Source: an optimization exercise on an open RTL-to-GDS flow (aim: small area, a short achievable clock period and few clock cycles per item). Production flows keep margins and buffers that such runs may drop. In this exercise RTL edits were held to simulation tests only and were not proved equivalent to the original. Power is estimated from default activity; no workload was simulated.

File: design/flow/flow/run.sh
#!/bin/bash
# The standard layout, with timing repair aimed below the 10 ns clock: the
# clock and constraints stay as given, but repair_timing treats any path with
# less than SETUP_SLACK_MARGIN ns of slack as failing and works on it.
set -euo pipefail
bash standard.sh synth > synth.log 2>&1
bash standard.sh SETUP_SLACK_MARGIN=6.6 finish > layout.log 2>&1
File: design/flow/standard.sh
#!/bin/bash
# synth_recipe.tcl (not shown) runs the flow's synth.tcl, then flattens the netlist and writes it again
# the make line also repeats each setting of config.mk as NAME=value (left out here)
make -C /OpenROAD-flow-scripts/flow DESIGN_CONFIG=/design/flow/config.mk WORK_HOME=/design/flow/orfs CLKGATE_MAP_FILE= SYNTH_SCRIPT=/design/flow/synth_recipe.tcl "${@:-finish}"
File: design/flow/config.mk
export PLATFORM = sky130hd
export DESIGN_NAME = blaze_unit
export DESIGN_NICKNAME = blaze_unit
export VERILOG_FILES = /design/flow/design.v
export SDC_FILE = /design/flow/constraint.sdc
export NUM_CORES = 4
export LEC_CHECK = 0
export CAP_MARGIN = 20
export CORE_MARGIN = 2
export CORE_UTILIZATION = 40
export PLACE_DENSITY = 0.6
export SLEW_MARGIN = 20
File: design/flow/constraint.sdc
create_clock -name core_clock -period 10.0 [get_ports {clk}]
set_input_delay 2.0000 -clock core_clock [delete_from_list [all_inputs] [get_ports {clk}]]
set_output_delay 2.0000 -clock core_clock [all_outputs]
set_load 0.01 [all_outputs]
File: design/flow/design.v
module blaze_unit (
    input  wire        clk,
    input  wire        rst,
    input  wire        reg_valid,
    input  wire        reg_write,
    input  wire [5:0]  reg_addr,       
    input  wire [31:0] reg_wdata,
    output wire        reg_ready,
    output wire [31:0] reg_rdata,      
    output wire        mem_req,
    output wire [20:0] mem_addr,       
    input  wire        mem_gnt,
    input  wire        mem_rvalid,
    input  wire [31:0] mem_rdata,
    input  wire        mem_rerr
);
    localparam A_UCFG     = 6'd0;
    localparam A_UCMD     = 6'd1;
    localparam A_USTAT    = 6'd2;
    localparam A_URUN_LO  = 6'd4;
    localparam A_URUN_HI  = 6'd5;
    localparam A_URES_LO  = 6'd6;
    localparam A_URES_HI  = 6'd7;
    localparam A_UDATA32  = 6'd8;
    localparam A_UDATA8   = 6'd9;
    localparam A_UADDR    = 6'd10;
    localparam A_ULEN     = 6'd11;
    localparam A_UDONE    = 6'd12;
    localparam A_UKEY_SEQ = 6'd13;
    localparam A_UKEY_OLO = 6'd14;
    localparam A_UKEY_OHI = 6'd15;
    localparam A_UTRAIL   = 6'd16;
    localparam P_CRC32  = 2'd0;
    localparam P_CRC32C = 2'd1;
    localparam P_CRC16  = 2'd2;
    localparam P_CRC64  = 2'd3;
    function [31:0] bitrev32(input [31:0] v);
        integer j;
        begin
            for (j = 0; j < 32; j = j + 1)
                bitrev32[j] = v[31 - j];
        end
    endfunction
    function [21:0] inc22(input [21:0] v);
        integer i;
        begin
            for (i = 0; i < 22; i = i + 1)
                inc22[i] = v[i] ^ (&(v | ~((22'd1 << i) - 22'd1)));
        end
    endfunction
    function [21:0] dec22(input [21:0] v);
        integer i;
        begin
            for (i = 0; i < 22; i = i + 1)
                dec22[i] = v[i] ^ ~(|(v & ((22'd1 << i) - 22'd1)));
        end
    endfunction
    reg  [1:0]  poly;
    reg  [63:0] run;              
    reg  [31:0] zr;               
    reg         refused;
    reg         err;
    reg  [22:0] uaddr;
    reg  [23:0] ulen;
    reg  [21:0] udone_hi;         
    reg  [1:0]  udone_lo;         
    reg  [31:0] key_seq;
    reg  [31:0] key_org_lo;
    reg  [2:0]  key_org_hi;
    reg         seen_rd;          
    reg         ready_q;          
    reg  [5:0]  addr_q;           
    reg         wr_q;             
    reg  [2:0]  cmdb_q;
    reg  [31:0] rdata_q;
    reg  [31:0] rdata_next;
    reg         act;              
    reg  [21:0] rq_addr;          
    reg         rq_past;          
    reg  [3:0]  out_cnt;          
    reg         mreq;
    reg         first;            
    reg  [23:0] f_left;           
    reg  [23:0] hi3;              
    reg  [31:0] grp;
    reg  [1:0]  gk;               
    reg         gv;               
    reg         sv;               
    reg         pf;               
    reg         pfr;              
    wire busy = act || gv || sv || pf || (out_cnt != 4'd0);
    assign reg_ready = ready_q;
    assign reg_rdata = rdata_q;
    assign mem_req   = mreq;
    assign mem_addr  = rq_addr[20:0];
    wire ap      = ready_q && wr_q;
    wire ap_idle = ap && !busy;
    wire cmd     = ap && (addr_q == A_UCMD);
    wire cmd_init  = cmd && cmdb_q[0] && !busy;
    wire cmd_run   = cmd && cmdb_q[1] && !busy;
    wire cmd_abort = cmd && cmdb_q[2] && busy;
    wire wr_guarded = (addr_q == A_UCFG)    || (addr_q == A_UDATA32) ||
                      (addr_q == A_UDATA8)  || (addr_q == A_UADDR)   ||
                      (addr_q == A_ULEN)    || (addr_q == A_URUN_LO) ||
                      (addr_q == A_URUN_HI);
    wire host32 = ap_idle && (addr_q == A_UDATA32);
    wire host8  = ap_idle && (addr_q == A_UDATA8);
    reg [63:0] preset;
    always @(*) begin
        case (poly)
            P_CRC32, P_CRC32C: preset = 64'h0000_0000_FFFF_FFFF;
            P_CRC16:           preset = 64'h0000_0000_0000_FFFF;
            default:           preset = 64'h0;
        endcase
    end
    function [31:0] zsel(input [1:0] p, input [63:0] r);
        begin
            case (p)
                P_CRC32, P_CRC32C: zsel = bitrev32(r[31:0]);
                P_CRC16:           zsel = {r[15:0], 16'h0};
                default:           zsel = r[63:32];
            endcase
        end
    endfunction
    wire [1:0]  s    = uaddr[1:0];
    wire [23:0] llen = (ulen == 24'h0) ? 24'h1 : ulen;
    wire        fold_en = gv || pf || host32;
    wire [31:0] g_o = poly[1] ? {grp[7:0], grp[15:8], grp[23:16], grp[31:24]}
                              : bitrev32(grp);
    wire [31:0] y   = zr ^ (pf ? 32'h0 : g_o);
    wire yx32 = y[4] ^ y[24];
    wire yx33 = y[9] ^ y[16];
    wire yx34 = y[18] ^ y[31];
    wire yx35 = y[8] ^ y[15];
    wire yx36 = y[5] ^ y[13];
    wire yx37 = y[12] ^ y[17];
    wire yx38 = y[0] ^ y[28];
    wire yx39 = y[19] ^ y[29];
    wire yx40 = y[7] ^ y[21];
    wire yx41 = y[22] ^ y[30];
    wire yx42 = y[1] ^ y[27];
    wire yx43 = y[3] ^ y[23];
    wire yx44 = y[6] ^ y[20];
    wire yx45 = y[2] ^ y[14];
    wire yx46 = y[10] ^ y[11];
    wire yx47 = y[25] ^ y[26];
    wire yx48 = yx32 ^ yx35;
    wire yx49 = yx33 ^ yx38;
    wire yx50 = yx34 ^ yx41;
    wire yx51 = yx36 ^ yx37;
    wire yx52 = yx39 ^ yx40;
    wire yx53 = y[7] ^ y[25];
    wire yx54 = y[22] ^ yx32;
    wire yx55 = y[23] ^ y[28];
    wire yx56 = y[31] ^ yx43;
    wire yx57 = y[4] ^ y[8];
    wire yx58 = y[11] ^ yx44;
    wire yx59 = y[2] ^ y[5];
    wire yx60 = y[6] ^ yx42;
    wire yx61 = y[10] ^ y[17];
    wire yx62 = y[14] ^ y[29];
    wire yx63 = y[18] ^ yx46;
    wire yx64 = y[24] ^ yx35;
    wire yx65 = y[28] ^ yx45;
    wire yx66 = y[9] ^ y[30];
    wire yx67 = y[11] ^ y[20];
    wire yx68 = y[25] ^ yx33;
    wire yx69 = y[0] ^ y[21];
    wire yx70 = y[1] ^ y[3];
    wire yx71 = y[7] ^ y[26];
    wire yx72 = yx47 ^ yx49;
    wire yx73 = y[6] ^ y[10];
    wire yx74 = y[16] ^ y[29];
    wire yx75 = y[17] ^ yx39;
    wire yx76 = y[19] ^ yx34;
    wire yx77 = y[20] ^ yx48;
    wire yx78 = y[22] ^ y[27];
    wire yx79 = y[8] ^ yx45;
    wire yx80 = y[9] ^ yx36;
    wire yx81 = y[12] ^ yx42;
    wire yx82 = y[13] ^ yx37;
    wire yx83 = y[14] ^ y[26];
    wire yx84 = y[16] ^ y[30];
    wire yx85 = yx34 ^ yx39;
    wire yx86 = yx38 ^ yx43;
    wire yx87 = y[1] ^ yx43;
    wire yx88 = y[5] ^ y[23];
    wire yx89 = y[10] ^ yx44;
    wire yx90 = y[15] ^ yx42;
    wire yx91 = y[21] ^ y[27];
    wire yx92 = y[26] ^ y[31];
    wire yx93 = yx40 ^ yx46;
    wire yx94 = yx51 ^ yx69;
    wire yx95 = y[0] ^ yx37;
    wire yx96 = y[2] ^ y[13];
    wire yx97 = y[3] ^ yx39;
    wire yx98 = y[4] ^ yx35;
    wire yx99 = y[5] ^ yx58;
    wire yx100 = y[6] ^ y[13];
    wire yx101 = y[15] ^ y[19];
    wire yx102 = y[18] ^ yx40;
    wire yx103 = y[30] ^ yx33;
    wire yx104 = yx36 ^ yx68;
    wire yx105 = yx37 ^ yx57;
    wire yx106 = yx46 ^ yx50;
    wire yx107 = y[1] ^ y[8];
    wire yx108 = y[1] ^ y[17];
    wire yx109 = y[2] ^ y[24];
    wire yx110 = y[3] ^ y[12];
    wire yx111 = y[8] ^ yx41;
    wire yx112 = y[10] ^ y[20];
    wire yx113 = y[12] ^ yx59;
    wire yx114 = y[14] ^ y[16];
    wire yx115 = y[15] ^ yx60;
    wire yx116 = y[18] ^ yx43;
    wire yx117 = y[19] ^ yx54;
    wire yx118 = y[21] ^ yx47;
    wire yx119 = y[22] ^ yx34;
    wire yx120 = y[24] ^ yx65;
    wire yx121 = y[25] ^ yx64;
    wire yx122 = y[29] ^ yx40;
    wire yx123 = y[31] ^ yx57;
    wire yx124 = yx32 ^ yx47;
    wire yx125 = yx36 ^ yx38;
    wire yx126 = yx36 ^ yx45;
    wire yx127 = yx44 ^ yx61;
    wire yx128 = y[0] ^ yx75;
    wire yx129 = y[1] ^ yx82;
    wire yx130 = y[2] ^ y[23];
    wire yx131 = y[2] ^ y[25];
    wire yx132 = y[3] ^ yx42;
    wire yx133 = y[7] ^ yx41;
    wire yx134 = y[7] ^ yx49;
    wire yx135 = y[8] ^ yx85;
    wire yx136 = y[9] ^ yx51;
    wire yx137 = y[11] ^ yx33;
    wire yx138 = y[12] ^ y[29];
    wire yx139 = y[12] ^ yx78;
    wire yx140 = y[13] ^ yx44;
    wire yx141 = y[17] ^ yx74;
    wire yx142 = y[18] ^ yx42;
    wire yx143 = y[19] ^ yx38;
    wire yx144 = y[20] ^ yx46;
    wire yx145 = y[20] ^ yx55;
    wire yx146 = y[21] ^ y[29];
    wire yx147 = y[21] ^ yx54;
    wire yx148 = y[22] ^ yx73;
    wire yx149 = y[23] ^ yx44;
    wire yx150 = y[24] ^ yx61;
    wire yx151 = y[25] ^ yx41;
    wire yx152 = y[25] ^ yx80;
    wire yx153 = y[26] ^ yx94;
    wire yx154 = y[27] ^ yx34;
    wire yx155 = y[27] ^ yx55;
    wire yx156 = y[28] ^ yx56;
    wire yx157 = y[31] ^ yx72;
    wire yx158 = yx33 ^ yx62;
    wire yx159 = yx35 ^ yx37;
    wire yx160 = yx36 ^ yx70;
    wire yx161 = yx40 ^ yx86;
    wire yx162 = yx41 ^ yx62;
    wire yx163 = yx43 ^ yx52;
    wire yx164 = yx45 ^ yx71;
    wire yx165 = yx47 ^ yx106;
    wire yx166 = yx50 ^ yx91;
    wire yx167 = yx52 ^ yx66;
    wire yx168 = yx53 ^ yx63;
    wire yx169 = yx61 ^ yx84;
    wire yx170 = y[0] ^ y[23];
    wire yx171 = y[0] ^ yx34;
    wire yx172 = y[0] ^ yx52;
    wire yx173 = y[0] ^ yx58;
    wire yx174 = y[3] ^ y[11];
    wire yx175 = y[3] ^ y[27];
    wire yx176 = y[4] ^ yx44;
    wire yx177 = y[4] ^ yx87;
    wire yx178 = y[5] ^ y[11];
    wire yx179 = y[5] ^ yx45;
    wire yx180 = y[6] ^ y[30];
    wire yx181 = y[7] ^ yx38;
    wire yx182 = y[8] ^ yx117;
    wire yx183 = y[9] ^ yx43;
    wire yx184 = y[10] ^ y[18];
    wire yx185 = y[13] ^ yx41;
    wire yx186 = y[14] ^ y[17];
    wire yx187 = y[14] ^ yx51;
    wire yx188 = y[16] ^ yx32;
    wire yx189 = y[16] ^ yx65;
    wire yx190 = y[16] ^ yx109;
    wire yx191 = y[16] ^ yx127;
    wire yx192 = y[18] ^ yx32;
    wire yx193 = y[19] ^ y[21];
    wire yx194 = y[19] ^ yx46;
    wire yx195 = y[23] ^ yx48;
    wire yx196 = y[23] ^ yx118;
    wire yx197 = y[24] ^ y[30];
    wire yx198 = y[26] ^ yx40;
    wire yx199 = y[26] ^ yx59;
    wire yx200 = y[27] ^ yx63;
    wire yx201 = y[28] ^ yx110;
    wire yx202 = y[29] ^ yx34;
    wire yx203 = y[29] ^ yx104;
    wire yx204 = y[30] ^ yx34;
    wire yx205 = yx32 ^ yx79;
    wire yx206 = yx32 ^ yx111;
    wire yx207 = yx33 ^ yx90;
    wire yx208 = yx33 ^ yx108;
    wire yx209 = yx34 ^ yx66;
    wire yx210 = yx35 ^ yx41;
    wire yx211 = yx35 ^ yx53;
    wire yx212 = yx36 ^ yx48;
    wire yx213 = yx37 ^ yx48;
    wire yx214 = yx37 ^ yx64;
    wire yx215 = yx38 ^ yx46;
    wire yx216 = yx39 ^ yx47;
    wire yx217 = yx39 ^ yx79;
    wire yx218 = yx39 ^ yx156;
    wire yx219 = yx40 ^ yx72;
    wire yx220 = yx41 ^ yx46;
    wire yx221 = yx42 ^ yx50;
    wire yx222 = yx42 ^ yx52;
    wire yx223 = yx44 ^ yx66;
    wire yx224 = yx44 ^ yx116;
    wire yx225 = yx45 ^ yx98;
    wire yx226 = yx45 ^ yx99;
    wire yx227 = yx46 ^ yx54;
    wire yx228 = yx47 ^ yx76;
    wire yx229 = yx47 ^ yx78;
    wire yx230 = yx47 ^ yx133;
    wire yx231 = yx49 ^ yx53;
    wire yx232 = yx49 ^ yx97;
    wire yx233 = yx52 ^ yx95;
    wire yx234 = yx53 ^ yx64;
    wire yx235 = yx55 ^ yx96;
    wire yx236 = yx55 ^ yx101;
    wire yx237 = yx55 ^ yx103;
    wire yx238 = yx56 ^ yx105;
    wire yx239 = yx56 ^ yx121;
    wire yx240 = yx57 ^ yx67;
    wire yx241 = yx59 ^ yx74;
    wire yx242 = yx63 ^ yx159;
    wire yx243 = yx65 ^ yx102;
    wire yx244 = yx67 ^ yx102;
    wire yx245 = yx71 ^ yx171;
    wire yx246 = yx72 ^ yx93;
    wire yx247 = yx80 ^ yx150;
    wire yx248 = yx85 ^ yx137;
    wire yx249 = yx87 ^ yx158;
    wire yx250 = yx97 ^ yx125;
    wire yx251 = yx99 ^ yx141;
    wire yx252 = yx105 ^ yx154;
    wire yx253 = yx112 ^ yx231;
    wire yx254 = yx126 ^ yx134;
    wire yx255 = yx148 ^ yx160;
    wire yx256 = yx162 ^ yx246;
    wire [31:0] t_crc32;
    wire [31:0] t_crc32c;
    wire [15:0] t_crc16;
    wire [63:0] t_crc64;
    assign t_crc32[0] = y[29] ^ y[31] ^ yx66 ^ yx121 ^ yx155 ^ yx178;
    assign t_crc32[1] = y[10] ^ yx62 ^ yx71 ^ yx155 ^ yx206;
    assign t_crc32[2] = y[9] ^ yx100 ^ yx122 ^ yx156 ^ yx229;
    assign t_crc32[3] = y[24] ^ y[28] ^ yx44 ^ yx47 ^ yx91 ^ yx111 ^ yx113;
    assign t_crc32[4] = yx67 ^ yx88 ^ yx124 ^ yx222;
    assign t_crc32[5] = yx54 ^ yx86 ^ yx89 ^ yx228;
    assign t_crc32[6] = y[2] ^ y[21] ^ y[28] ^ yx35 ^ yx75 ^ yx119 ^ yx174;
    assign t_crc32[7] = y[20] ^ yx42 ^ yx169 ^ yx243;
    assign t_crc32[8] = yx92 ^ yx128 ^ yx140 ^ yx207;
    assign t_crc32[9] = y[12] ^ y[24] ^ y[27] ^ yx83 ^ yx170 ^ yx248;
    assign t_crc32[10] = y[26] ^ yx78 ^ yx202 ^ yx247;
    assign t_crc32[11] = yx105 ^ yx118 ^ yx237;
    assign t_crc32[12] = y[3] ^ yx67 ^ yx74 ^ yx78 ^ yx234;
    assign t_crc32[13] = y[24] ^ yx40 ^ yx45 ^ yx73 ^ yx92 ^ yx236;
    assign t_crc32[14] = y[14] ^ yx149 ^ yx152 ^ yx221;
    assign t_crc32[15] = yx39 ^ yx153 ^ yx206;
    assign t_crc32[16] = y[5] ^ y[27] ^ yx77 ^ yx102 ^ yx103 ^ yx110;
    assign t_crc32[17] = yx43 ^ yx58 ^ yx75 ^ yx98 ^ yx164;
    assign t_crc32[18] = yx53 ^ yx76 ^ yx189 ^ yx255;
    assign t_crc32[19] = y[2] ^ yx32 ^ yx94 ^ yx115 ^ yx209;
    assign t_crc32[20] = y[3] ^ y[14] ^ y[20] ^ yx32 ^ yx37 ^ yx90 ^ yx157;
    assign t_crc32[21] = yx92 ^ yx126 ^ yx232;
    assign t_crc32[22] = y[1] ^ y[11] ^ yx80 ^ yx130 ^ yx138 ^ yx192;
    assign t_crc32[23] = y[1] ^ y[22] ^ yx215 ^ yx238;
    assign t_crc32[24] = y[10] ^ y[22] ^ yx121 ^ yx161 ^ yx241;
    assign t_crc32[25] = y[1] ^ yx57 ^ yx122 ^ yx151 ^ yx226;
    assign t_crc32[26] = yx32 ^ yx52 ^ yx70 ^ yx89 ^ yx125;
    assign t_crc32[27] = y[30] ^ yx48 ^ yx85 ^ yx110 ^ yx131 ^ yx173;
    assign t_crc32[28] = y[9] ^ yx45 ^ yx61 ^ yx76 ^ yx132 ^ yx211;
    assign t_crc32[29] = y[24] ^ yx79 ^ yx100 ^ yx103 ^ yx108 ^ yx245;
    assign t_crc32[30] = y[11] ^ y[24] ^ yx60 ^ yx82 ^ yx134;
    assign t_crc32[31] = yx73 ^ yx138 ^ yx157 ^ yx197;
    assign t_crc32c[0] = yx48 ^ yx175 ^ yx230 ^ yx251;
    assign t_crc32c[1] = y[5] ^ y[15] ^ yx73 ^ yx124 ^ yx163 ^ yx189;
    assign t_crc32c[2] = yx54 ^ yx65 ^ yx90 ^ yx152 ^ yx224;
    assign t_crc32c[3] = yx42 ^ yx56 ^ yx79 ^ yx117 ^ yx153;
    assign t_crc32c[4] = yx60 ^ yx64 ^ yx94 ^ yx130 ^ yx202;
    assign t_crc32c[5] = y[12] ^ yx38 ^ yx60 ^ yx62 ^ yx239;
    assign t_crc32c[6] = y[25] ^ yx86 ^ yx140 ^ yx141 ^ yx225;
    assign t_crc32c[7] = y[30] ^ yx58 ^ yx65 ^ yx123 ^ yx129 ^ yx216;
    assign t_crc32c[8] = y[24] ^ yx81 ^ yx84 ^ yx168 ^ yx250;
    assign t_crc32c[9] = y[8] ^ yx43 ^ yx50 ^ yx113 ^ yx253;
    assign t_crc32c[10] = y[19] ^ y[20] ^ yx33 ^ yx59 ^ yx70 ^ yx118;
    assign t_crc32c[11] = y[0] ^ y[1] ^ yx76 ^ yx77 ^ yx131;
    assign t_crc32c[12] = y[22] ^ yx88 ^ yx98 ^ yx114 ^ yx142 ^ yx173 ^ yx216;
    assign t_crc32c[13] = y[14] ^ yx84 ^ yx91 ^ yx135 ^ yx140 ^ yx215;
    assign t_crc32c[14] = yx63 ^ yx68 ^ yx100 ^ yx182 ^ yx201;
    assign t_crc32c[15] = yx59 ^ yx93 ^ yx154 ^ yx183 ^ yx214;
    assign t_crc32c[16] = yx123 ^ yx149 ^ yx164 ^ yx208 ^ yx220;
    assign t_crc32c[17] = yx70 ^ yx73 ^ yx104 ^ yx172 ^ yx210;
    assign t_crc32c[18] = yx37 ^ yx45 ^ yx72 ^ yx166 ^ yx174;
    assign t_crc32c[19] = y[2] ^ y[4] ^ yx40 ^ yx255;
    assign t_crc32c[20] = y[9] ^ yx69 ^ yx70 ^ yx113 ^ yx176;
    assign t_crc32c[21] = yx115 ^ yx128 ^ yx190 ^ yx230;
    assign t_crc32c[22] = yx161 ^ yx186 ^ yx221 ^ yx240;
    assign t_crc32c[23] = yx69 ^ yx131 ^ yx194 ^ yx212;
    assign t_crc32c[24] = yx60 ^ yx88 ^ yx158 ^ yx159 ^ yx165;
    assign t_crc32c[25] = y[17] ^ yx212 ^ yx256;
    assign t_crc32c[26] = y[21] ^ y[31] ^ yx55 ^ yx83 ^ yx136 ^ yx220;
    assign t_crc32c[27] = yx68 ^ yx91 ^ yx123 ^ yx138 ^ yx144 ^ yx185;
    assign t_crc32c[28] = yx64 ^ yx92 ^ yx144 ^ yx167 ^ yx201;
    assign t_crc32c[29] = yx155 ^ yx168 ^ yx217 ^ yx223;
    assign t_crc32c[30] = y[22] ^ y[28] ^ yx60 ^ yx71 ^ yx135 ^ yx247;
    assign t_crc32c[31] = yx88 ^ yx180 ^ yx219 ^ yx252;
    assign t_crc16[0] = y[26] ^ yx139 ^ yx143 ^ yx240;
    assign t_crc16[1] = yx80 ^ yx81 ^ yx145 ^ yx146;
    assign t_crc16[2] = yx73 ^ yx120 ^ yx146 ^ yx185;
    assign t_crc16[3] = y[11] ^ y[15] ^ yx53 ^ yx56 ^ yx162;
    assign t_crc16[4] = y[12] ^ yx84 ^ yx92 ^ yx195;
    assign t_crc16[5] = yx51 ^ yx67 ^ yx157 ^ yx182;
    assign t_crc16[6] = yx62 ^ yx89 ^ yx136 ^ yx142 ^ yx196;
    assign t_crc16[7] = yx41 ^ yx100 ^ yx101 ^ yx120 ^ yx198 ^ yx200;
    assign t_crc16[8] = yx67 ^ yx114 ^ yx139 ^ yx211 ^ yx218;
    assign t_crc16[9] = y[26] ^ yx77 ^ yx82 ^ yx146 ^ yx237;
    assign t_crc16[10] = yx62 ^ yx104 ^ yx150 ^ yx166;
    assign t_crc16[11] = y[6] ^ yx165 ^ yx186 ^ yx236;
    assign t_crc16[12] = yx74 ^ yx119 ^ yx181 ^ yx195;
    assign t_crc16[13] = yx68 ^ yx75 ^ yx88 ^ yx107 ^ yx197;
    assign t_crc16[14] = yx47 ^ yx109 ^ yx127 ^ yx209;
    assign t_crc16[15] = yx93 ^ yx175 ^ yx228;
    assign t_crc64[0] = y[19] ^ yx100 ^ yx205 ^ yx219;
    assign t_crc64[1] = y[2] ^ yx90 ^ yx147 ^ yx191 ^ yx250;
    assign t_crc64[2] = yx151 ^ yx177 ^ yx243 ^ yx251;
    assign t_crc64[3] = y[6] ^ yx50 ^ yx163 ^ yx199 ^ yx213;
    assign t_crc64[4] = y[20] ^ y[26] ^ yx86 ^ yx166 ^ yx179;
    assign t_crc64[5] = yx115 ^ yx147 ^ yx218;
    assign t_crc64[6] = yx32 ^ yx41 ^ yx53 ^ yx145 ^ yx241;
    assign t_crc64[7] = y[4] ^ y[30] ^ yx56 ^ yx75 ^ yx254;
    assign t_crc64[8] = y[5] ^ yx48 ^ yx62 ^ yx70 ^ yx127 ^ yx204;
    assign t_crc64[9] = y[11] ^ yx64 ^ yx83 ^ yx125 ^ yx204;
    assign t_crc64[10] = yx38 ^ yx48 ^ yx81 ^ yx92 ^ yx96 ^ yx122;
    assign t_crc64[11] = yx65 ^ yx111 ^ yx132 ^ yx203;
    assign t_crc64[12] = y[13] ^ yx169 ^ yx172 ^ yx239;
    assign t_crc64[13] = yx40 ^ yx50 ^ yx58 ^ yx96 ^ yx108 ^ yx143;
    assign t_crc64[14] = y[12] ^ y[20] ^ yx52 ^ yx79 ^ yx87 ^ yx119;
    assign t_crc64[15] = yx41 ^ yx77 ^ yx96 ^ yx183 ^ yx193;
    assign t_crc64[16] = y[5] ^ y[14] ^ yx56 ^ yx68 ^ yx112 ^ yx147;
    assign t_crc64[17] = y[17] ^ y[22] ^ y[23] ^ yx35 ^ yx194 ^ yx254;
    assign t_crc64[18] = yx44 ^ yx63 ^ yx214 ^ yx249;
    assign t_crc64[19] = yx38 ^ yx83 ^ yx180 ^ yx242;
    assign t_crc64[20] = y[7] ^ y[13] ^ y[15] ^ yx81 ^ yx248;
    assign t_crc64[21] = yx40 ^ yx66 ^ yx89 ^ yx95 ^ yx124;
    assign t_crc64[22] = yx49 ^ yx60 ^ yx76 ^ yx179 ^ yx227;
    assign t_crc64[23] = yx46 ^ yx77 ^ yx153 ^ yx249;
    assign t_crc64[24] = y[5] ^ yx41 ^ yx42 ^ yx71 ^ yx143 ^ yx242;
    assign t_crc64[25] = yx33 ^ yx58 ^ yx81 ^ yx135 ^ yx235;
    assign t_crc64[26] = y[3] ^ yx82 ^ yx112 ^ yx120 ^ yx167;
    assign t_crc64[27] = y[15] ^ yx44 ^ yx71 ^ yx106 ^ yx109 ^ yx232;
    assign t_crc64[28] = y[25] ^ yx84 ^ yx144 ^ yx222 ^ yx238;
    assign t_crc64[29] = y[19] ^ yx50 ^ yx53 ^ yx95 ^ yx99 ^ yx114;
    assign t_crc64[30] = yx35 ^ yx76 ^ yx129 ^ yx149 ^ yx198;
    assign t_crc64[31] = y[18] ^ yx38 ^ yx176 ^ yx229;
    assign t_crc64[32] = yx60 ^ yx170 ^ yx203 ^ yx205;
    assign t_crc64[33] = y[19] ^ yx69 ^ yx98 ^ yx160 ^ yx169;
    assign t_crc64[34] = y[4] ^ yx119 ^ yx208 ^ yx226;
    assign t_crc64[35] = y[10] ^ yx48 ^ yx72 ^ yx116 ^ yx187;
    assign t_crc64[36] = y[14] ^ yx33 ^ yx36 ^ yx63 ^ yx75 ^ yx115 ^ yx124;
    assign t_crc64[37] = yx66 ^ yx77 ^ yx94 ^ yx200;
    assign t_crc64[38] = yx107 ^ yx113 ^ yx227 ^ yx245;
    assign t_crc64[39] = yx81 ^ yx83 ^ yx161 ^ yx178 ^ yx188;
    assign t_crc64[40] = y[5] ^ y[22] ^ yx83 ^ yx207 ^ yx233;
    assign t_crc64[41] = yx142 ^ yx191 ^ yx210 ^ yx235;
    assign t_crc64[42] = y[17] ^ yx34 ^ yx120 ^ yx137 ^ yx163;
    assign t_crc64[43] = yx37 ^ yx77 ^ yx97 ^ yx151 ^ yx184;
    assign t_crc64[44] = y[4] ^ yx36 ^ yx67 ^ yx76 ^ yx103 ^ yx196;
    assign t_crc64[45] = y[2] ^ yx51 ^ yx78 ^ yx123 ^ yx253;
    assign t_crc64[46] = yx59 ^ yx87 ^ yx128 ^ yx168 ^ yx188;
    assign t_crc64[47] = y[30] ^ yx49 ^ yx70 ^ yx187 ^ yx244;
    assign t_crc64[48] = y[21] ^ yx85 ^ yx129 ^ yx148 ^ yx225;
    assign t_crc64[49] = yx33 ^ yx67 ^ yx101 ^ yx116 ^ yx126 ^ yx133;
    assign t_crc64[50] = yx56 ^ yx89 ^ yx114 ^ yx193 ^ yx213;
    assign t_crc64[51] = y[15] ^ y[17] ^ yx54 ^ yx104 ^ yx244;
    assign t_crc64[52] = yx54 ^ yx130 ^ yx136 ^ yx181 ^ yx184;
    assign t_crc64[53] = yx49 ^ yx63 ^ yx122 ^ yx177 ^ yx199;
    assign t_crc64[54] = yx51 ^ yx132 ^ yx256;
    assign t_crc64[55] = y[23] ^ y[24] ^ yx68 ^ yx90 ^ yx106 ^ yx233;
    assign t_crc64[56] = y[19] ^ yx82 ^ yx107 ^ yx145 ^ yx165 ^ yx190;
    assign t_crc64[57] = y[7] ^ yx58 ^ yx74 ^ yx86 ^ yx252;
    assign t_crc64[58] = y[28] ^ yx51 ^ yx107 ^ yx167 ^ yx192;
    assign t_crc64[59] = yx50 ^ yx89 ^ yx152 ^ yx217;
    assign t_crc64[60] = yx56 ^ yx83 ^ yx93 ^ yx101 ^ yx223;
    assign t_crc64[61] = y[16] ^ y[31] ^ yx77 ^ yx93 ^ yx139;
    assign t_crc64[62] = y[6] ^ y[11] ^ yx88 ^ yx95 ^ yx117 ^ yx164;
    assign t_crc64[63] = yx36 ^ yx81 ^ yx224 ^ yx234;
    reg  [31:0] y_sh;
    reg  [31:0] p32;
    reg  [15:0] p16;
    reg  [63:0] p64;
    always @(*) begin
        case (host8 ? 2'd1 : gk)
            2'd1:    y_sh = (zr ^ g_o) >> 24;
            2'd2:    y_sh = (zr ^ g_o) >> 16;
            default: y_sh = (zr ^ g_o) >> 8;
        endcase
        case (pf ? gk : 2'd0)
            2'd1: begin p32 = run[31:0] >> 8;  p16 = {run[7:0], 8'h0}; p64 = run << 8;  end
            2'd2: begin p32 = run[31:0] >> 16; p16 = 16'h0;            p64 = run << 16; end
            2'd3: begin p32 = run[31:0] >> 24; p16 = 16'h0;            p64 = run << 24; end
            default: begin p32 = 32'h0;        p16 = 16'h0;            p64 = run << 32; end
        endcase
    end
    reg [63:0] fold_next;
    always @(*) begin
        case (poly)
            P_CRC32:  fold_next = {run[63:32], t_crc32 ^ p32};
            P_CRC32C: fold_next = {run[63:32], t_crc32c ^ p32};
            P_CRC16:  fold_next = {run[63:16], t_crc16 ^ p16};
            default:  fold_next = t_crc64 ^ p64;
        endcase
    end
    reg [31:0] algn;
    always @(*) begin
        case (s)
            2'd1:    algn = {mem_rdata[7:0],  hi3};
            2'd2:    algn = {mem_rdata[15:0], hi3[23:8]};
            2'd3:    algn = {mem_rdata[23:0], hi3[23:16]};
            default: algn = mem_rdata;
        endcase
    end
    wire [2:0] s_neg = {1'b0, 2'd0 - s};
    wire f_big = (f_left[23:3] != 21'h0);
    wire f_gt4 = f_big || (f_left[2:0] > 3'd4);
    wire f_ge4 = (f_left[23:2] != 22'h0);
    wire need  = first || (s == 2'd0) || f_big || (f_left[2:0] > s_neg);
    wire past  = rq_past && (out_cnt == 4'd1);
    wire rsp   = mem_rvalid && act;
    wire bad   = (mem_rerr || past) && need;
    wire form  = rsp && !bad && (s == 2'd0 || !first);    
    wire part  = rsp && bad && (s != 2'd0) && !first;      
    wire stop  = (rsp && bad) || (form && !f_gt4);
    wire       extra = first && (s != 2'd0);
    wire       w_big = (f_left[23:6] != 18'h0);
    wire [4:0] c4    = {1'b0, f_left[5:2]} + {4'h0, f_left[1:0] != 2'd0};
    wire [5:0] wq    = {1'b0, c4} + {5'h0, extra} + 6'd8 - {2'b0, out_cnt};    
    wire w_gt0 = w_big || (wq > 6'd8);
    wire w_gt1 = w_big || (wq > 6'd9);
    wire       taken   = mreq && mem_gnt;
    wire [3:0] out_n   = out_cnt + {3'h0, taken} - {3'h0, mem_rvalid};
    wire       past_n  = rq_past || (taken && rq_addr[21]);
    wire       act_n   = act && !stop && !cmd_abort;
    wire       mreq_n  = cmd_run || (act_n && !past_n && !out_n[3] && (taken ? w_gt1 : w_gt0));
    wire seen = reg_valid && !ready_q && !seen_rd;
    always @(posedge clk) begin
        addr_q  <= reg_addr;
        wr_q    <= reg_write;
        cmdb_q  <= reg_wdata[2:0];
        rdata_q <= rdata_next;
        grp     <= act ? algn : {reg_wdata[7:0], reg_wdata[15:8], reg_wdata[23:16],
                                 reg_addr[0] ? reg_wdata[7:0] : reg_wdata[31:24]};
        if (rst) begin
            poly       <= P_CRC32C;
            run        <= 64'h0000_0000_FFFF_FFFF;
            zr         <= 32'hFFFF_FFFF;
            refused    <= 1'b0;
            err        <= 1'b0;
            uaddr      <= 23'h0;
            ulen       <= 24'h0;
            udone_hi   <= 22'h0;
            udone_lo   <= 2'h0;
            key_seq    <= 32'h0;
            key_org_lo <= 32'h0;
            key_org_hi <= 3'h0;
            seen_rd    <= 1'b0;
            ready_q    <= 1'b0;
            act        <= 1'b0;
            rq_addr    <= 22'h0;
            rq_past    <= 1'b0;
            out_cnt    <= 4'h0;
            mreq       <= 1'b0;
            first      <= 1'b0;
            f_left     <= 24'h0;
            hi3        <= 24'h0;
            gk         <= 2'd0;
            gv         <= 1'b0;
            sv         <= 1'b0;
            pf         <= 1'b0;
            pfr        <= 1'b0;
        end else begin
            seen_rd <= seen && !reg_write;
            ready_q <= (seen && reg_write) || seen_rd;
            if (fold_en) begin
                run <= fold_next;
                zr  <= zsel(poly, fold_next);
            end else if (sv || host8) begin
                zr  <= y_sh;
            end else begin
                zr  <= zsel(poly, run);
            end
            if (gv)
                udone_hi <= inc22(udone_hi);
            if (pf && pfr)
                udone_lo <= gk;
            pf  <= sv || host8;
            pfr <= sv;
            sv  <= 1'b0;
            act     <= act_n;
            out_cnt <= out_n;
            rq_past <= past_n;
            mreq    <= mreq_n;
            if (taken)
                rq_addr <= inc22(rq_addr);
            gv <= form && f_ge4;
            if (rsp) begin
                first <= 1'b0;
                hi3   <= mem_rdata[31:8];
            end
            if (rsp && bad)
                err <= 1'b1;
            if (form) begin
                gk     <= f_left[1:0];
                sv     <= !f_ge4;
                f_left <= {dec22(f_left[23:2]), f_left[1:0]};
            end
            if (part) begin
                gk <= 2'd0 - s;
                sv <= 1'b1;
            end
            if (ap && addr_q == A_UKEY_SEQ) key_seq    <= reg_wdata;
            if (ap && addr_q == A_UKEY_OLO) key_org_lo <= reg_wdata;
            if (ap && addr_q == A_UKEY_OHI) key_org_hi <= reg_wdata[2:0];
            if (ap && busy && wr_guarded)
                refused <= 1'b1;
            if (host8)
                gk <= 2'd1;
            if (ap_idle) begin
                case (addr_q)
                A_UCFG:    poly <= reg_wdata[1:0];
                A_URUN_LO: run[31:0]  <= reg_wdata;
                A_URUN_HI: run[63:32] <= reg_wdata;
                A_UADDR:   uaddr <= reg_wdata[22:0];
                A_ULEN:    ulen  <= reg_wdata[23:0];
                default: ;
                endcase
            end
            if (cmd_init) begin
                run     <= preset;
                refused <= 1'b0;
                err     <= 1'b0;
            end
            if (cmd_run) begin
                act      <= 1'b1;
                rq_addr  <= {1'b0, uaddr[22:2]};
                rq_past  <= 1'b0;
                first    <= 1'b1;
                f_left   <= llen;
                udone_hi <= 22'h0;
                udone_lo <= 2'h0;
                err      <= 1'b0;
            end
        end
    end
    reg [63:0] res;
    always @(*) begin
        case (poly)
            P_CRC32, P_CRC32C: res = {32'h0, run[31:0] ^ 32'hFFFF_FFFF};
            P_CRC16:           res = {48'h0, run[15:0]};
            default:           res = run;
        endcase
    end
    wire [31:0] trail_key = {key_org_lo[24:0], key_org_lo[31:25]} ^
                            {key_org_hi, 29'h0} ^ key_seq;
    wire [31:0] trail = (poly == P_CRC32C) ? (res[31:0] ^ trail_key) : 32'h0;
    always @(*) begin
        case (addr_q)
            A_UCFG:     rdata_next = {30'h0, poly};
            A_USTAT:    rdata_next = {29'h0, err, refused, busy};
            A_URUN_LO:  rdata_next = run[31:0];
            A_URUN_HI:  rdata_next = run[63:32];
            A_URES_LO:  rdata_next = res[31:0];
            A_URES_HI:  rdata_next = res[63:32];
            A_UADDR:    rdata_next = {9'h0, uaddr};
            A_ULEN:     rdata_next = {8'h0, ulen};
            A_UDONE:    rdata_next = {8'h0, udone_hi, udone_lo};
            A_UKEY_SEQ: rdata_next = key_seq;
            A_UKEY_OLO: rdata_next = key_org_lo;
            A_UKEY_OHI: rdata_next = {29'h0, key_org_hi};
            A_UTRAIL:   rdata_next = trail;
            default:    rdata_next = 32'h0;
        endcase
    end
endmodule
==> reports/results.ini, run 1 <==
[detailed_routing]
drc_errors = 0
wl_per_cell_um = 36.9
first_pass_iters = 9
vias = 35400
wl_um = 203000
drt_iter0_markers = 5592
ant_nets = 0
viasPerCell = 6.43

[timing]
fmax_ghz = 0.250
worst_slack_ns = 6.01
setup_tns_ns = 0
fin_skew_ns = 0.0231
finalSetupViolations = 0
relSlewSlack = 0.0966
min_period_ns = 3.99
hold_violations = 0
holdWs_ns = 0.461
rsz0062_at_grt = true
slew_viol_final = 0
post-route-period-util = 0.399
worst_pin_slew_ns = 1.35

[placed_design]
place_ws_ns = 4.52
portBuffers = 131
hpwl_um = 136000
dp_cells = 4962
place_congestion = 1.13
placed_area_mm2 = 0.0352

[layout]
drive_gt1_frac = 0.309
final_core_util = 0.584
nets = 4524
fin_cells = 5498
final_cell_area_mm2 = 0.0471
area_growth_syn_to_layout_pct = 44.3

[die]
initial_core_util = 0.404
core_area_mm2 = 0.0807
die_h_um = 290
die_area_mm2 = 0.0839
die_w_um = 290
pin_count = 132
rows = 104

[global_routing]
grt_pass1_vias = 31500
antenna_found_initial = 21
gr-usage-met2 = 0.676
grt_start_max_net_pins = 171
grt_use_met3 = 0.146
grt_first_pass_wirelength_um = 268000
grt_use_total = 0.463
grt_most_used_layer = met2
use_met1 = 0.552
grt_overflow = 0

[cts]
clock-sinks = 398
clockBufferDepth = 3
cts_tree = yes
numCtsBuffers = 42
worstSkewPairLatency_ns = 0.58
h-tree-depth = 2
clk_pin_slew_ns = 0.06
cts_root_buffer = clkbuf_16

[synth]
synth_edf_count = 0
netlist_area_mm2 = 0.0326
yosysMostFrequentCell = xnor2_1
syn_inst = 3959
synth_top_area_share = 0.244
async_reset_ff_frac = 0
synth_flop_cell = dfxtp_1
yosys-top-cells-area = dfxtp_1, xnor2_1, nand2_1
avgSynthCellArea_um2 = 8.24
synth_common_cells = xnor2_1, nand2_1, dfxtp_1
ys_seq_area_frac = 0.244
ys_ff_latch = 398
yosys_warnings = 1
synthDistinctLibCells = 74
synth_top_area_cell = dfxtp_1
syn-num-nets = 4090

[setup_path]
cp.arrival_ns = 4.37
path_cells = buf_12 -> buf_16 -> mux2i_4 -> nor2_2 -> xnor2_2 -> buf_12 -> buf_12 -> buf_12 -> xor2_1 -> xnor2_2 -> xnor2_2 -> xor2_2 -> o32ai_2 -> a31o_2 -> o211ai_1
cpPeakStageDelay_ns = 0.73
worstSetupStartpointType = register
worst-endpoint-required_ns = 10.37
path_class = reg -> reg
crit_path_end_kind = register
crit_fanout = 6
crit_slowest_cell = o211ai_1
path_common_cell = buf_12

[pwr]
combPwrFrac = 0.631
sw_frac_of_total = 0.433
power.share.clock = 0.189
p_int_mw = 5.12
pwr-share-seq = 0.180
vdd_drop_max_mv = 0.115
finalPower_mw = 9.04
p_per_area_mw_per_mm2 = 192
p_leak_nw = 18.1
switching_power_mw = 3.92

[run_status]
status = timing/DRC/antenna clean

[worst_hold_path]
hp-class = reg -> reg

[job]
drv_cap = 0

area by class of cell:
| cell class | count | area (um^2) |
|---|---|---|
| Inverter | 47 | 209 |
| Fill cell | 6966 | 33600 |
| Clock inverter | 22 | 285 |
| Clock buffer | 53 | 1160 |
| Timing Repair Buffer | 698 | 7400 |
| Tap cell | 1060 | 1330 |
| Multi-Input combinational cell | 3205 | 28700 |
| Timing Repair inverter | 1 | 5.00 |
| Sequential cell | 398 | 7990 |
| Antenna cell | 14 | 35.0 |
power by group through the flow:
stage                     Combinational [mW]  Clock [mW]  Sequential, mW
after detailed placement                3.40           0            1.66
final                                   5.71        1.71            1.63
after floorplan                         2.07           0            1.65
after global routing                    5.69        1.76            1.63
after CTS                               4.48        1.70            1.62
after global placement                  3.48           0            1.66
cell families (layout without fill, tap and decap cells):
family	Yosys count	after routing	share of synthesized area
AOI/OAI and AO/OA	879	880	0.173
xor gates and xnor gates	1020	1020	0.327
adders and majority gates	54	54	0.0214
buffers and inverters	359	821	0.0476
DFF	398	398	0.244
muxes	124	124	0.0396
other	0	14	0
and+or+nand+nor	1125	1127	0.146
cell usage in the layout (no fill, tap or decap), types with 52 or more instances in the layout:
cell type | netlist | final
xnor2_1 | 663 | 411
buf_4 | 34 | 373
xor2_1 | 219 | 137
nand3_1 | 72 | 66
clkdlybuf4s50_1 | 0 | 72
xnor2_2 | 36 | 184
buf_6 | 7 | 60
dfxtp_1 | 398 | 388
nor2_1 | 294 | 260
a222oi_1 | 52 | 52
nand2_1 | 563 | 542
xor2_2 | 6 | 52
xnor2_4 | 18 | 122
buf_12 | 0 | 106
a21oi_1 | 307 | 284
o21ai_0 | 161 | 146
dlygate4sd2_1 | 0 | 56
a22oi_1 | 59 | 56
routing by layer:
layer  share of wire  vias up
li1                -    14500
met2            0.41     2897
met3            0.12     1064
met1            0.35    16900
met5         0.00063        -
met4            0.11       14
worst max-delay path: cells and delay by family (launching register included):
family | cells | cell delay [ns]
muxes | 1 | 0.25
and+or+nand+nor | 1 | 0.07
buffers and inverters | 5 | 0.73
xor gates and xnor gates | 5 | 1.26
AOI/OAI and AO/OA | 3 | 1.11
DFF | 1 | 0.36
registers in the layout, indices dropped and copies added, names as in the netlist, 32 cells and up:
name and cells:
key_org_lo 32, run 64, grp 32, zr 32, key_seq 32, rdata_q 32
path summary, 6_finish.rpt:
kind | start | end | slack [ns] | cells past startpoint
max | poly[1] | zr[31] | 6.01 | 15
max reg2reg | poly[1] | zr[31] | 6.01 | 15
min reg2reg | hi3[0] | hi3[0] | 0.46 | 2
min | hi3[0] | hi3[0] | 0.46 | 2
timing repair:
| action | CTS | global route |
|---|---|---|
| hold buffers | 0 | 0 |
| pin swaps | 115 | 195 |
| resized for setup | 621 | 457 |
| endpoints found under the setup margin | 201 | 109 |
| buffers inserted | 214 | 221 |
| cloned | 7 | 4 |
Testbench counts, summed over its fixed seeds: cycles 292,976, bytes 812,402.
==> run 2: changes to the inputs <==
--- a/design/flow/design.v
+++ b/design/flow/design.v
@@ -68,5 +68,4 @@
     reg  [31:0] key_org_lo;
     reg  [2:0]  key_org_hi;
-    reg         seen_rd;          
     reg         ready_q;          
     reg  [5:0]  addr_q;           
@@ -87,7 +86,7 @@
     reg         gv;               
     reg         sv;               
+    reg         sc;               
     reg         pf;               
-    reg         pfr;              
-    wire busy = act || gv || sv || pf || (out_cnt != 4'd0);
+    wire busy = act || gv || sv || sc || pf || (out_cnt != 4'd0);
     assign reg_ready = ready_q;
     assign reg_rdata = rdata_q;
@@ -114,4 +113,9 @@
         endcase
     end
+    function [31:0] orient(input [1:0] p, input [31:0] g);
+        begin
+            orient = p[1] ? {g[7:0], g[15:8], g[23:16], g[31:24]} : bitrev32(g);
+        end
+    endfunction
     function [31:0] zsel(input [1:0] p, input [63:0] r);
         begin
@@ -126,7 +130,6 @@
     wire [23:0] llen = (ulen == 24'h0) ? 24'h1 : ulen;
     wire        fold_en = gv || pf || host32;
-    wire [31:0] g_o = poly[1] ? {grp[7:0], grp[15:8], grp[23:16], grp[31:24]}
-                              : bitrev32(grp);
-    wire [31:0] y   = zr ^ (pf ? 32'h0 : g_o);
+    wire        shift_in = sv || sc || host8;
+    wire [31:0] y   = zr ^ grp;      
     wire yx32 = y[4] ^ y[24];
     wire yx33 = y[9] ^ y[16];
@@ -502,21 +505,8 @@
     assign t_crc64[62] = y[6] ^ y[11] ^ yx88 ^ yx95 ^ yx117 ^ yx164;
     assign t_crc64[63] = yx36 ^ yx81 ^ yx224 ^ yx234;
-    reg  [31:0] y_sh;
-    reg  [31:0] p32;
-    reg  [15:0] p16;
-    reg  [63:0] p64;
-    always @(*) begin
-        case (host8 ? 2'd1 : gk)
-            2'd1:    y_sh = (zr ^ g_o) >> 24;
-            2'd2:    y_sh = (zr ^ g_o) >> 16;
-            default: y_sh = (zr ^ g_o) >> 8;
-        endcase
-        case (pf ? gk : 2'd0)
-            2'd1: begin p32 = run[31:0] >> 8;  p16 = {run[7:0], 8'h0}; p64 = run << 8;  end
-            2'd2: begin p32 = run[31:0] >> 16; p16 = 16'h0;            p64 = run << 16; end
-            2'd3: begin p32 = run[31:0] >> 24; p16 = 16'h0;            p64 = run << 24; end
-            default: begin p32 = 32'h0;        p16 = 16'h0;            p64 = run << 32; end
-        endcase
-    end
+    wire [31:0] y_sh = y >> 24;
+    wire [31:0] p32  = pf ? run[31:0] >> 8      : 32'h0;
+    wire [15:0] p16  = pf ? {run[7:0], 8'h0}    : 16'h0;
+    wire [63:0] p64  = pf ? run << 8            : run << 32;
     reg [63:0] fold_next;
     always @(*) begin
@@ -559,5 +549,5 @@
     wire       act_n   = act && !stop && !cmd_abort;
     wire       mreq_n  = cmd_run || (act_n && !past_n && !out_n[3] && (taken ? w_gt1 : w_gt0));
-    wire seen = reg_valid && !ready_q && !seen_rd;
+    wire seen = reg_valid && !ready_q;
     always @(posedge clk) begin
         addr_q  <= reg_addr;
@@ -565,10 +555,20 @@
         cmdb_q  <= reg_wdata[2:0];
         rdata_q <= rdata_next;
-        grp     <= act ? algn : {reg_wdata[7:0], reg_wdata[15:8], reg_wdata[23:16],
-                                 reg_addr[0] ? reg_wdata[7:0] : reg_wdata[31:24]};
+        if (shift_in)
+            grp <= 32'h0;
+        else if (pf && gk != 2'd0)
+            grp <= {hi3[15:8], 24'h0};
+        else
+            grp <= orient(poly, act ? algn : {reg_wdata[7:0], reg_wdata[15:8], reg_wdata[23:16],
+                                              reg_addr[0] ? reg_wdata[7:0] : reg_wdata[31:24]});
+        if (fold_en)
+            zr <= zsel(poly, fold_next);
+        else if (shift_in)
+            zr <= y_sh;
+        else
+            zr <= zsel(poly, run);
         if (rst) begin
             poly       <= P_CRC32C;
             run        <= 64'h0000_0000_FFFF_FFFF;
-            zr         <= 32'hFFFF_FFFF;
             refused    <= 1'b0;
             err        <= 1'b0;
@@ -580,5 +580,4 @@
             key_org_lo <= 32'h0;
             key_org_hi <= 3'h0;
-            seen_rd    <= 1'b0;
             ready_q    <= 1'b0;
             act        <= 1'b0;
@@ -594,23 +593,20 @@
             sv         <= 1'b0;
             pf         <= 1'b0;
-            pfr        <= 1'b0;
+            sc         <= 1'b0;
         end else begin
-            seen_rd <= seen && !reg_write;
-            ready_q <= (seen && reg_write) || seen_rd;
-            if (fold_en) begin
+            ready_q <= seen && (reg_write || !pf);
+            if (fold_en)
                 run <= fold_next;
-                zr  <= zsel(poly, fold_next);
-            end else if (sv || host8) begin
-                zr  <= y_sh;
-            end else begin
-                zr  <= zsel(poly, run);
-            end
             if (gv)
                 udone_hi <= inc22(udone_hi);
-            if (pf && pfr)
-                udone_lo <= gk;
-            pf  <= sv || host8;
-            pfr <= sv;
-            sv  <= 1'b0;
+            pf <= shift_in;
+            sv <= 1'b0;
+            sc <= pf && (gk != 2'd0);
+            if (shift_in)
+                gk <= gk - 2'd1;
+            if (sv)
+                hi3[15:0] <= grp[23:8];
+            if (pf)
+                hi3[15:0] <= {hi3[7:0], 8'h0};
             act     <= act_n;
             out_cnt <= out_n;
@@ -630,8 +626,11 @@
                 sv     <= !f_ge4;
                 f_left <= {dec22(f_left[23:2]), f_left[1:0]};
+                if (!f_ge4)
+                    udone_lo <= f_left[1:0];
             end
             if (part) begin
-                gk <= 2'd0 - s;
-                sv <= 1'b1;
+                gk       <= 2'd0 - s;
+                sv       <= 1'b1;
+                udone_lo <= 2'd0 - s;
             end
             if (ap && addr_q == A_UKEY_SEQ) key_seq    <= reg_wdata;
@@ -641,5 +640,5 @@
                 refused <= 1'b1;
             if (host8)
-                gk <= 2'd1;
+                gk <= 2'd0;
             if (ap_idle) begin
                 case (addr_q)
@@ -681,5 +680,5 @@
     wire [31:0] trail = (poly == P_CRC32C) ? (res[31:0] ^ trail_key) : 32'h0;
     always @(*) begin
-        case (addr_q)
+        case (reg_addr)
             A_UCFG:     rdata_next = {30'h0, poly};
             A_USTAT:    rdata_next = {29'h0, err, refused, busy};
--- a/design/flow/flow/run.sh
+++ b/design/flow/flow/run.sh
@@ -5,3 +5,3 @@
 set -euo pipefail
 bash standard.sh synth > synth.log 2>&1
-bash standard.sh SETUP_SLACK_MARGIN=6.6 finish > layout.log 2>&1
+bash standard.sh SETUP_SLACK_MARGIN=6.0 finish > layout.log 2>&1
--- a/design/flow/config.mk
+++ b/design/flow/config.mk
@@ -8,5 +8,5 @@
 export CAP_MARGIN = 20
 export CORE_MARGIN = 2
-export CORE_UTILIZATION = 40
-export PLACE_DENSITY = 0.6
+export CORE_UTILIZATION = 45
+export PLACE_DENSITY = 0.65
 export SLEW_MARGIN = 20
==> run 2 against run 1 <==
  * Non-clock buffer count down 427
  * Critical path depth down 5
  * Fmax fell by 3.8%
  * Die area down 12%
  * Final area is 22% lower
==> reports/results.ini, run 2 <==
[cts]
clk_pin_slew_ns = 0.06
h-tree-depth = 2
clockBufferDepth = 3
cts_root_buffer = clkbuf_16
worstSkewPairLatency_ns = 0.61
clock-sinks = 397
numCtsBuffers = 44
holdBufCountCts = 0
cts_tree = yes

[synth]
muxShareOfSynthArea = 0.0540
syn_inst = 3580
yosysMostFrequentCell = xnor2_1
synth_xor_xnor_area_share = 0.347
synth_common_cells = xnor2_1, nand2_1, dfxtp_1
async_reset_ff_frac = 0
ys_ff_latch = 397
synth_compound_area_frac = 0.162
synthAdderAreaFrac = 0.0159
synth_top_area_share = 0.247
synth_top_family_by_area = XOR/XNOR gates
syn-num-nets = 3696
synth-simple-area-share = 0.132
synth_edf_count = 0
synthDistinctLibCells = 82
yosys_warnings = 1
synth_top_area_cell = dfxtp_1
netlist_area_mm2 = 0.0322
ys_seq_area_frac = 0.247
avgSynthCellArea_um2 = 8.98
synth_flop_cell = dfxtp_1
yosys-top-cells-area = dfxtp_1, xnor2_1, xnor3_1

[die]
pin_count = 132
die_area_mm2 = 0.0736
die_w_um = 271
rows = 98
initial_core_util = 0.452
die_h_um = 271
core_area_mm2 = 0.0711

[layout]
mostFrequentLayoutCells = xnor2_1, nand2_1, dfxtp_1, a21oi_1, nor2_1
max_flop_register = run
area_growth_syn_to_layout_pct = 14.0
mostFrequentLayoutCell = xnor2_1
largest_reg_flops = 64
drive_gt1_frac = 0.108
nets = 3732

[setup_path]
crit_slowest_cell = dfxtp_4
crit_path_end_kind = register
cp.arrival_ns = 4.49
reg2regPathDepth = 10
crit_fanout = 38
path_class = reg -> reg
cpPeakStageDelay_ns = 0.57
path_cells = buf_6 -> buf_6 -> mux2i_1 -> xnor2_1 -> xnor2_1 -> xnor3_1 -> xnor2_1 -> nor2_1 -> a31oi_1 -> o211ai_1
worst-endpoint-required_ns = 10.34
worstSetupStartpointType = register
path_common_cell = xnor2_1

[detailed_routing]
drt_iter0_markers = 5386
ant_nets = 0
wl_per_cell_um = 35.9
viasPerCell = 6.59
first_pass_iters = 10
drc_errors = 0
vias = 30400
wl_um = 166000

[timing]
hold_violations = 0
relSlewSlack = 0.131
slew_viol_final = 0
rsz0062_at_grt = true
min_period_ns = 4.15
worst_slack_ns = 5.85
finalSetupViolations = 0
fmax_ghz = 0.241
fin_skew_ns = 0.0334
setup_tns_ns = 0
worst_pin_slew_ns = 1.30
post-route-period-util = 0.415

[placed_design]
hpwl_um = 123000
place_congestion = 1.10
portBuffers = 131
place_ws_ns = 4.87

[worst_hold_path]
hp-class = reg -> reg
whs_path_depth = 2

[job]
drv_cap = 0

[pwr]
combPwrFrac = 0.528
p_per_area_mw_per_mm2 = 198
sw_frac_of_total = 0.421
power.share.clock = 0.247
p_int_mw = 4.19
p_leak_nw = 14.2
finalPower_mw = 7.24
pwr-share-seq = 0.225
vdd_drop_max_mv = 0.118
switching_power_mw = 3.05

[global_routing]
antenna_found_initial = 10
grt_first_pass_wirelength_um = 226000
grt_pass1_vias = 27600
grt_start_max_net_pins = 97
grt_overflow = 0
grt_use_total = 0.439

[run_status]
status = timing/DRC/antenna clean

-- run 2: cell types whose count changed after synthesis, moves of 26 or more --
| cell | delta |
|---|---|
| o21ai_0 | -29 |
| nand3_1 | -40 |
| xor2_1 | -83 |
| a21oi_1 | -40 |
| xnor3_1 | +108 |
| o22ai_1 | -26 |
| xnor2_1 | -121 |
| nand2_1 | -51 |
| nor2_1 | -65 |
-- run 2: final timing paths --
path / start / end / slack, ns
worst min-delay path: key_seq[15] / key_seq[15] / 0.47
worst min register to register: key_seq[15] / key_seq[15] / 0.47
worst max register to register: pf / zr[24] / 5.85
worst max-delay path: pf / zr[24] / 5.85
-- run 2: timing repair --
action / CTS / global route
endpoints found under the setup margin: 44 / 43
pin swaps: 4 / 11
gates resized for setup: 32 / 31
buffers inserted: 9 / 13
-- run 2: cells by family (layout without fill, tap and decap cells) --
logic type | Yosys count | after routing
AND/OR/NAND/NOR | 979 | 979
flip-flops | 397 | 397
AO/OA/AOI/OAI | 788 | 788
other | 0 | 11
buffers and inverters | 318 | 389
XOR/XNOR | 918 | 918
multiplexers | 141 | 141
adder cells (fa/ha/maj) | 39 | 39
-- run 2: power groups by stage --
stage / clock [mW] / combinational [mW] / sequential (mW)
2_1_floorplan: 0 / 2.24 / 1.65
3_3_place_gp: 0 / 3.57 / 1.66
3_5_place_dp: 0 / 3.52 / 1.66
4_1_cts: 1.79 / 3.57 / 1.63
5_1_grt: 1.85 / 3.80 / 1.63
6_report: 1.79 / 3.83 / 1.63
-- run 2: cell type report --
cell class	count	area, um^2
antenna	11	27.5
inverter	37	139
clock buffer	61	1260
sequential	397	7960
fill	6691	34400
tap	950	1190
clock inverter	20	299
timing repair buffer	271	2410
multi-input combinational	2865	23400
-- run 2: metal layers --
layer	part of all wire	wire length [um]	GRT usage	up-vias
li1	-	-	-	12600
met3	0.13	21200	0.122	650
met2	0.41	67900	0.634	2509
met5	0.00016	27	0	-
met1	0.37	60900	0.559	14600
met4	0.095	15700	0.325	4
-- run 2: worst max-delay path, delay by kind of cell (launching register included) --
family	cells	cell delay, ns
buffers and inverters	2	0.86
and+or+nand+nor	1	0.08
AOI/OAI and AO/OA	2	0.59
xor gates and xnor gates	4	1.41
muxes	1	0.32
DFF	1	0.57
-- run 2: per-stage QoR --
stage                     hold WS, ns  cells  cell area (um^2)   util
after global routing            0.496   4601             36600  0.515
after floorplan                 0.434   3580             32200      -
after CTS                       0.468   4588             36300  0.511
after global placement          0.459   4498             34500  0.485
final                           0.472   4612             36700  0.516
after detailed placement        0.459   4498             34500  0.485
Testbench counts of run 2, summed over its fixed seeds: cycles 292,905, bytes 812,402.

==> what the ideal ports hide <==
Ports are ideal in the flow. The routed layouts listed here were re-timed in OpenROAD. Step 1: set_driving_cell puts a clkbuf_16 on clk and a buf_2 on each other input, an assumption about the parent block. Step 2, shift: input delay + t, output delay - t, t = (earliest + latest rising clock arrival at the registers) / 2. This alone moves slack from input paths to output paths. Three values: ideal, step 1, step 2; two values: the first two.
run	shift t [ns]	setup WS [ns]	hold slack, ns	worst slew at a driven data input, ns
run 1	0.629	6.006 / 6.006 / 5.959	0.461 / 0.461 / 0.461	0.06
run 2	0.659	5.847 / 5.847 / 5.503	0.472 / 0.472 / 0.472	0.06
After both steps setup and hold are still met in every run listed. The setup slack of run 2, which loses most, moves by 0.000 ns with the drivers and by -0.344 ns with both steps.
